From an optimization exercise on the open Yosys and OpenROAD flow, aimed at small area; shortcuts taken in it are not production practice. The RTL was checked by simulation tests, not by an equivalence proof against the original design.

Design col_ycc2rgb, start of the top module:
module col_ycc2rgb (
    input  wire        clk,
    input  wire        rst,
    input  wire        in_valid,
    input  wire [1:0]  depth,
    input  wire        full_range,
    input  wire        yc2020,
    input  wire [15:0] y,
    input  wire [15:0] cb,
    input  wire [15:0] cr,
    output reg         out_valid,
    output reg  [15:0] out_r,
    output reg  [15:0] out_g,
    output reg  [15:0] out_b
);
    wire [3:0] fmt = {yc2020, full_range, depth};
    wire a1_0;
    wire pp1;
    wire pp2;
    wire pp3;
    wire pp4;
    wire pp5;
    wire pp6;
    wire pp7;
    wire pp8;
    wire pp9;
    wire pp10;
    wire pp11;
    wire pp12;
    wire pp13;
    wire pp14;
    wire pp15;
    wire pp16;
    wire a1_17;
    wire pp18;
    wire pp19;
    wire pp20;
    wire pp21;
    wire pp22;
    wire pp23;
    wire pp24;
    wire pp25;
    wire pp26;
    wire pp27;
    wire pp28;
    wire pp29;
    wire pp30;
    wire pp31;
    wire pp32;
    wire pp33;
    wire sg34;
    wire a1_35;
    wire a2_36;
    wire pp37;
    wire pp38;
    wire pp39;
    wire pp40;
    wire pp41;
    wire pp42;
    wire pp43;
    wire pp44;
    wire pp45;
    wire pp46;
    wire pp47;
    wire pp48;
    wire pp49;
    wire pp50;
    wire pp51;
    wire pp52;
    wire pp53;
    wire a1_54;
    wire pp55;
    wire pp56;
    wire pp57;
    wire pp58;
    wire pp59;
    wire pp60;
    wire pp61;
    wire pp62;
    wire pp63;
    wire pp64;
    wire pp65;
    wire pp66;
    wire pp67;
    wire pp68;
    wire pp69;
    wire pp70;
    wire a1_71;
    wire pp72;
    wire pp73;
    wire pp74;
    wire pp75;
    wire pp76;
    wire pp77;
    wire pp78;
    wire pp79;
    wire pp80;
    wire pp81;
    wire pp82;
    wire pp83;
    wire pp84;
    wire pp85;
    wire pp86;
    wire pp87;
    wire a1_88;
    wire pp89;
    wire pp90;
    wire pp91;
    wire pp92;
    wire pp93;
    wire pp94;
    wire pp95;
    wire pp96;
    wire pp97;
    wire pp98;
    wire pp99;
    wire pp100;
    wire pp101;
    wire pp102;
    wire pp103;
    wire pp104;
    wire a1_105;
    wire pp106;
    wire pp107;
    wire pp108;
    wire pp109;
    wire pp110;
    wire pp111;
  ...
For scale: ~2600 cells after synthesis, ~100 I/O pins.
clock: 12.0 ns
lec_check: 0
abc_area: 1
cap_margin: 20
core_margin: 2
core_utilization: 65
slew_margin: 20
synth_hierarchical: 1
run.sh (not shown) runs the stock make flow with config.mk's settings and CLKGATE_MAP_FILE= SYNTH_SCRIPT=/design/flow/synth_recipe.tcl, a recipe that flattens the netlist after the stock synthesis.
Then changed:
Settings changed: ABC_AREA 1 to default, CORE_UTILIZATION 65 to 40.
Result:
- The changed run went through all stages and came out clean
- non-clock buffer count went up by 21
- design area increases by 10%
- routed wire length rose by 29%
- via count goes up by 21%
- global-route usage goes down by 13 points
- core utilization goes down by 27 points
- hold slack gets better by 0.017 ns


## run 1
Another version of the RTL of col_ycc2rgb (not shown whole).
Size in the first run: about 2700 cells after synthesis, roughly 49 flip-flops, ~100 I/O pins.
Design col_ycc2rgb, start of the top module:
module col_ycc2rgb (
    input  wire        clk,
    input  wire        rst,
    input  wire        in_valid,
    input  wire [1:0]  depth,
    input  wire        full_range,
    input  wire        yc2020,
    input  wire [15:0] y,
    input  wire [15:0] cb,
    input  wire [15:0] cr,
    output reg         out_valid,
    output reg  [15:0] out_r,
    output reg  [15:0] out_g,
    output reg  [15:0] out_b
);
export LEC_CHECK = 0
export ABC_AREA = 1
export CAP_MARGIN = 20
export CORE_MARGIN = 2
export CORE_UTILIZATION = 50
export SLEW_MARGIN = 20
export SYNTH_HIERARCHICAL = 1
create_clock -name core_clock -period 12.0 [get_ports {clk}]
standard.sh (not shown) runs the stock make flow with config.mk's settings and CLKGATE_MAP_FILE= SYNTH_SCRIPT=/design/flow/synth_recipe.tcl, a recipe that flattens the netlist after the stock synthesis.
==> flow/flow/run.sh <==
#!/bin/bash
# The standard layout (standard.sh, unchanged synthesis), with each port
# buffer made from the smallest buffer cell instead of a delay buffer.
set -e
cd "$(dirname "$0")/.."
export BUFFER_PORTS_ARGS="-buffer_cell sky130_fd_sc_hd__buf_1"
bash standard.sh > standard.log 2>&1
In summary, run 1 completed successfully, with a layout that passed the timing, design-rule and antenna checks.
Here is what was changed in the inputs of run 2 compared with run 1.
- CTS_BUF_LIST newly set to sky130_fd_sc_hd__clkbuf_4 sky130_fd_sc_hd__clkbuf_8
- GPL_TIMING_DRIVEN newly set to 0
- SLEW_MARGIN changed from 20 to 0
- CAP_MARGIN changed from 20 to 0
--- a/flow/flow/run.sh
+++ b/flow/flow/run.sh
@@ -5,3 +5,4 @@
 cd "$(dirname "$0")/.."
 export BUFFER_PORTS_ARGS="-buffer_cell sky130_fd_sc_hd__buf_1"
+export REMOVE_ABC_BUFFERS=1
 bash standard.sh > standard.log 2>&1
### Flow results
- Diff run 1..run 2 | post-synthesis compound-gate area fraction | unchanged
- The non-clock buffer count in run 2 is 0.56 times that in run 1.
- Sequential share of layout area essentially unchanged between run 1 and run 2.
- Changes observed in run 2 relative to run 1: standard cell area after detailed placement went down by about 4.4%; routed wire length decreased by 7.8 mm relative to the old numbers.
- Diff run 2..run 1 | area share of xor/xnor cells in the synthesized design | unchanged
- Run 2 vs run 1: routed length per placed instance down in run 2
- The cell area number comes out lower for run 2 vs run 1.
- In the flow results for run 2 and run 1, the signed area change from the synthesized netlist to the final layout is larger on run 1.
Modified inputs, run 3 compared to run 2
- a deleted CTS_BUF_LIST that had been sky130_fd_sc_hd__clkbuf_4 sky130_fd_sc_hd__clkbuf_8
- a change of CAP_MARGIN from 0 to 20
- a change of SLEW_MARGIN from 0 to 20
--- a/flow/flow/run.sh
+++ b/flow/flow/run.sh
@@ -5,4 +5,3 @@
 cd "$(dirname "$0")/.."
 export BUFFER_PORTS_ARGS="-buffer_cell sky130_fd_sc_hd__buf_1"
-export REMOVE_ABC_BUFFERS=1
 bash standard.sh > standard.log 2>&1
==> comparison <==
For run 2, the slowest cell on the critical path was sky130_fd_sc_hd__nor2_4, unlike run 3, where it was sky130_fd_sc_hd__clkdlybuf4s15_1.
Per the comparison of run 3 with run 2, critical path depth went up 23%; final period utilization saw a decrease; multi-input gate area in the final layout fell 170 sq um; number of nets at the end of the flow moved up.
Modified inputs, run 4 compared to run 3
--- a/flow/flow/run.sh
+++ b/flow/flow/run.sh
@@ -4,4 +4,4 @@
 set -e
 cd "$(dirname "$0")/.."
-export BUFFER_PORTS_ARGS="-buffer_cell sky130_fd_sc_hd__buf_1"
+export BUFFER_PORTS_ARGS="-buffer_cell sky130_fd_sc_hd__buf_2"
 bash standard.sh > standard.log 2>&1
### Flow results
- Endpoint of the most critical setup path: out_g[11] -> run 4, out_g[0] -> run 3
- Multi-input combinational cell area essentially unchanged between run 4 and run 3.
- Run 4 ends up with higher fraction of the cycle the final worst path needs than run 3 does.

==> static timing again, ports no longer ideal <==
No port has a modelled driver above. Below, the same layouts with a new extraction and two added sets of constraints.
Step 1: set_driving_cell puts a clkbuf_16 on clk and a buf_2 on each other input, an assumption about the parent block.
Step 2 times the ports against the registers' clock, not the clock port: input delays grow and output delays shrink by t, the midpoint of the rising clock arrivals with the driver on.
a / b / c = no drivers / after step 1 / after step 2; a / b = the first two.
| run | t, ns | setup slack, ns | clock arrival spread, ns | worst data-port slew with drivers (ns) | cell pins on the clock port's net |
|---|---|---|---|---|---|
| the first run of note 1 | 0.346 | 0.497 / 0.516 / 0.170 | 0.006 / 0.005 | 0.07 | 1 |
| the second run of note 1 | 0.334 | 0.692 / 0.707 / 0.374 | 0.008 / 0.007 | 0.11 | 1 |
| run 1 | 0.348 | 0.480 / 0.414 / 0.066 | 0.012 / 0.011 | 0.10 | 1 |
| run 2 | 0.393 | 0.291 / 0.293 / -0.100 | 0.017 / 0.016 | 0.07 | 1 |
| run 3 | 0.342 | 0.415 / 0.426 / 0.084 | 0.005 / 0.004 | 0.04 | 1 |
| run 4 | 0.334 | 0.262 / 0.276 / -0.058 | 0.010 / 0.010 | 0.04 | 1 |
Met with ideal ports but missed after step 2: setup timing in run 2 and run 4. For run 1, which loses most, drivers alone change the setup slack by -0.066 ns; drivers and shift together by -0.414 ns.
